From an optimization exercise on the open Yosys and OpenROAD flow, aimed at small area, a short achievable clock period and few clock cycles per item; shortcuts taken in it are not production practice. The RTL was checked by simulation tests, not by an equivalence proof against the original design.

// crc_helper
module crc_helper (
    input  wire        clk,
    input  wire        rst,
    input  wire        start,
    output wire        start_ready,
    input  wire [7:0]  fn,
    input  wire [13:0] len,
    input  wire [63:0] poly,
    input  wire [63:0] init,
    input  wire [63:0] xorout,
    input  wire [31:0] cfg,
    input  wire [15:0] oldw,
    input  wire [15:0] neww,
    input  wire        in_valid,
    output wire        in_ready,
    input  wire [63:0] in_data,
    output reg         done,
    output wire [7:0]  status,
    output reg  [63:0] result
);
export LEC_CHECK = 0
export CAP_MARGIN = 20
export CORE_MARGIN = 2
export CORE_UTILIZATION = 30
export SLEW_MARGIN = 20
create_clock -name core_clock -period 40.0 [get_ports {clk}]
standard.sh (not shown) runs the stock make flow with config.mk's settings and CLKGATE_MAP_FILE= SYNTH_SCRIPT=/design/flow/synth_recipe.tcl, a recipe that flattens the netlist after the stock synthesis.
==> flow/flow/run.sh <==
#!/bin/bash
# The standard layout, with repair_timing asked for more setup slack than
# the standard margin so that it sizes the paths that set the achieved period,
# ports buffered with buf_2 cells, and larger clock sink clusters (a shallower
# clock tree). The clock period and the constraints are the design's.
set -euo pipefail
bash standard.sh SETUP_SLACK_MARGIN=31 \
    'BUFFER_PORTS_ARGS=-buffer_cell sky130_fd_sc_hd__buf_2' \
    finish > standard_make.log 2>&1
The baseline passed the timing, design-rule and antenna checks.
Testbench counts at the start, summed over its fixed seeds: cycles 51,748, bytes 249,318.
Edit:
==> flow/flow/run.sh (replaced) <==
#!/bin/bash
# The standard layout, with repair_timing asked for more setup slack than the
# standard margin so that it sizes the paths that set the achieved period, and
# the ports buffered with buf_2 cells. The clock period and the constraints are
# the design's, unchanged.
set -euo pipefail
bash standard.sh SETUP_SLACK_MARGIN=30.6 \
    'BUFFER_PORTS_ARGS=-buffer_cell sky130_fd_sc_hd__buf_2' \
    finish > standard_make.log 2>&1
CORE_UTILIZATION = 50   (was 30)
Effect:
- non-clock buffer count is lower by 95
- die area is lower by 40%
- via count is higher by about 0.44%
- clock skew stays flat
- fmax is lower by about 1.6%
- global-route usage is higher by 19 points
Edit:
--- a/flow/flow/run.sh
+++ b/flow/flow/run.sh
@@ -5,5 +5,5 @@
 # the design's, unchanged.
 set -euo pipefail
-bash standard.sh SETUP_SLACK_MARGIN=30.6 \
+bash standard.sh SETUP_SLACK_MARGIN=30.8 \
     'BUFFER_PORTS_ARGS=-buffer_cell sky130_fd_sc_hd__buf_2' \
     finish > standard_make.log 2>&1
- clock-buffer cell count stays the same
- register-to-register slack gets better by 160 ps
- area after synthesis does not change
- worst setup slack gets better by 76 ps
- global-route usage hardly moves
- synthesized cell count stays the same
- cell count hardly moves
- clock skew stays flat
- critical path depth is lower by 6
Edit:
--- a/flow/flow/run.sh
+++ b/flow/flow/run.sh
@@ -5,5 +5,5 @@
 # the design's, unchanged.
 set -euo pipefail
-bash standard.sh SETUP_SLACK_MARGIN=30.8 \
+bash standard.sh SETUP_SLACK_MARGIN=31 \
     'BUFFER_PORTS_ARGS=-buffer_cell sky130_fd_sc_hd__buf_2' \
     finish > standard_make.log 2>&1
- non-clock buffer count grows by 62
- wire length stays flat
- setup slack improves by 55 ps
- count of clock-buffer cells in the layout grows by 4
- maximum frequency grows by 0.61%
- cell count grows by 0.85%
- design area grows by 1.9%
- via count grows by 0.49%


== run a ==
Another version of the RTL of crc_helper (not shown whole).
Size in the first run: roughly 310 flip-flops, about 51000 sq um of cells after synthesis.
Settings: LEC_CHECK=0, CAP_MARGIN=20, CORE_MARGIN=2, CORE_UTILIZATION=30, SETUP_SLACK_MARGIN=1.5, SLEW_MARGIN=20; clock period 40.0 ns.
run.sh (not shown) runs the stock make flow with config.mk's settings and CLKGATE_MAP_FILE= SYNTH_SCRIPT=/design/flow/synth_recipe.tcl, a recipe that flattens the netlist after the stock synthesis.
Stock flow here: none of the scripts above is used.
Run a: flow completed, timing, DRC and antenna clean
Testbench counts of run a, summed over its fixed seeds: cycles 51,748, bytes 249,318.
diff inputs: run a => run b
Settings: SETUP_SLACK_MARGIN: 1.5 -> unset.
==> flow/flow/run.sh (new file) <==
#!/bin/bash
# The standard layout, with repair_timing asked for more setup slack than
# the standard margin so that it sizes the paths that set the achieved period.
# The clock period and the constraints are the design's, unchanged.
set -euo pipefail
bash standard.sh SETUP_SLACK_MARGIN=31 finish > standard_make.log 2>&1
==> flow/standard.sh (new file) <==
#!/bin/bash
# synth_recipe.tcl (not shown) runs the flow's synth.tcl, then flattens the netlist and writes it again
# the make line also repeats each setting of config.mk as NAME=value (left out here)
make -C /OpenROAD-flow-scripts/flow DESIGN_CONFIG=/design/flow/config.mk WORK_HOME=/design/flow/orfs CLKGATE_MAP_FILE= SYNTH_SCRIPT=/design/flow/synth_recipe.tcl "${@:-finish}"
removed: flow/run.sh
[summary]
- Across run b and run a, none had a timing, DRC or antenna violation.
- Global-route met1 utilization was lower in the run labelled run a.
- Changes observed in run b relative to run a: detailed-routed wire length on met3 rose by about 1.6%, number of vias in the routed layout rose by 916, total setup buffers inserted after CTS rose by 72.
- Cmp run b and run a / met3 demand-to-capacity share in global routing / higher: run b
- Re summed area of non-filler cells in the final layout: run a was lower than run b.
- In run b relative to run a, maximum frequency had gone up by more than 10%.
- Diff run a -> run b: wire length went up 2.2%; length of routed met2 wiring went up; actual transition at the worst max-transition pin shows an increase of 130 ps.


Another version of the RTL of crc_helper (not shown whole).
Size: about 6500 cells after synthesis, ~310 flip-flops, ~420 I/O pins, roughly 0.049 sq mm of cells after synthesis.
==> flow/config.mk <==
export PLATFORM = sky130hd
export DESIGN_NAME = crc_helper
export DESIGN_NICKNAME = crc_helper
export VERILOG_FILES = /design/flow/design.v
export SDC_FILE = /design/flow/constraint.sdc
export NUM_CORES = 4
export LEC_CHECK = 0
export CAP_MARGIN = 20
export CORE_MARGIN = 2
export CORE_UTILIZATION = 50
export SLEW_MARGIN = 20
==> flow/constraint.sdc <==
create_clock -name core_clock -period 40.0 [get_ports {clk}]
set_input_delay 8.0000 -clock core_clock [delete_from_list [all_inputs] [get_ports {clk}]]
set_output_delay 8.0000 -clock core_clock [all_outputs]
set_load 0.01 [all_outputs]
standard.sh (not shown) runs the stock make flow with config.mk's settings and CLKGATE_MAP_FILE= SYNTH_SCRIPT=/design/flow/synth_recipe.tcl, a recipe that flattens the netlist after the stock synthesis.
==> flow/flow/run.sh <==
#!/bin/bash
# The standard layout, with repair_timing asked for more setup slack than
# the standard margin so that it sizes the paths that set the achieved period,
# ports buffered with buf_2 cells, and larger clock sink clusters (a shallower
# clock tree). The clock period and the constraints are the design's.
set -euo pipefail
bash standard.sh SETUP_SLACK_MARGIN=31 \
    'BUFFER_PORTS_ARGS=-buffer_cell sky130_fd_sc_hd__buf_2' \
    finish > standard_make.log 2>&1
Testbench counts at the start, summed over its fixed seeds: cycles 51,748, bytes 249,318.
Change:
==> flow/flow/run.sh (replaced) <==
#!/bin/bash
# The standard layout, with repair_timing asked for more setup slack than
# the standard margin so that it sizes the paths that set the achieved period.
# The clock period and the constraints are the design's, unchanged.
set -euo pipefail
bash standard.sh SETUP_SLACK_MARGIN=31 finish > standard_make.log 2>&1
- CORE_UTILIZATION: 50 -> 30
Clock skew climbs by 0.041 ns.
Register-to-register slack is worse by 0.02 ns.
Cell area grows by about 6%.
Setup slack improved by 0.025 ns.
Wire length went up by about 10%.

port drivers added, routing unchanged:
The results above use ideal ports. As a check the final layouts listed here were re-extracted and re-timed, cells and wires unchanged. Step 1: set_driving_cell puts a clkbuf_16 on clk and a buf_2 on each other input, an assumption about the parent block. Step 2, shift: input delay + t, output delay - t, t = (earliest + latest rising clock arrival at the registers) / 2. This alone moves slack from input paths to output paths. Slacks: ideal / step 1 / step 2; pairs: ideal / step 1.
run | shift t [ns] | setup slack, ns | worst setup path after step 2 | slew at the worst register clock pin (ns) | pins driven straight from the clock port
the first run of note 1 | 0.701 | 30.894 / 30.805 / 30.355 | input to register | 0.07 / 0.07 | 1
the second run of note 1 | 0.673 | 30.743 / 30.731 / 30.106 | input to register | 0.08 / 0.08 | 1
the third run of note 1 | 0.672 | 30.818 / 30.742 / 30.277 | input to register | 0.08 / 0.08 | 1
the fourth run of note 1 | 0.685 | 30.874 / 30.793 / 30.416 | input to register | 0.08 / 0.08 | 1
run a | 0.766 | 29.153 / 29.153 / 29.153 | register to register | 0.08 / 0.08 | 1
run b | 0.751 | 30.805 / 30.716 / 30.201 | input to register | 0.07 / 0.07 | 1
the first run of note 3 | 0.710 | 30.805 / 30.725 / 30.454 | input to register | 0.06 / 0.06 | 1
the second run of note 3 | 0.754 | 30.831 / 30.742 / 30.247 | input to register | 0.08 / 0.08 | 1
After both steps setup and hold are still met in every run listed. The setup slack of the second run of note 1, which loses most, moves by -0.012 ns with the drivers and by -0.637 ns with both steps.
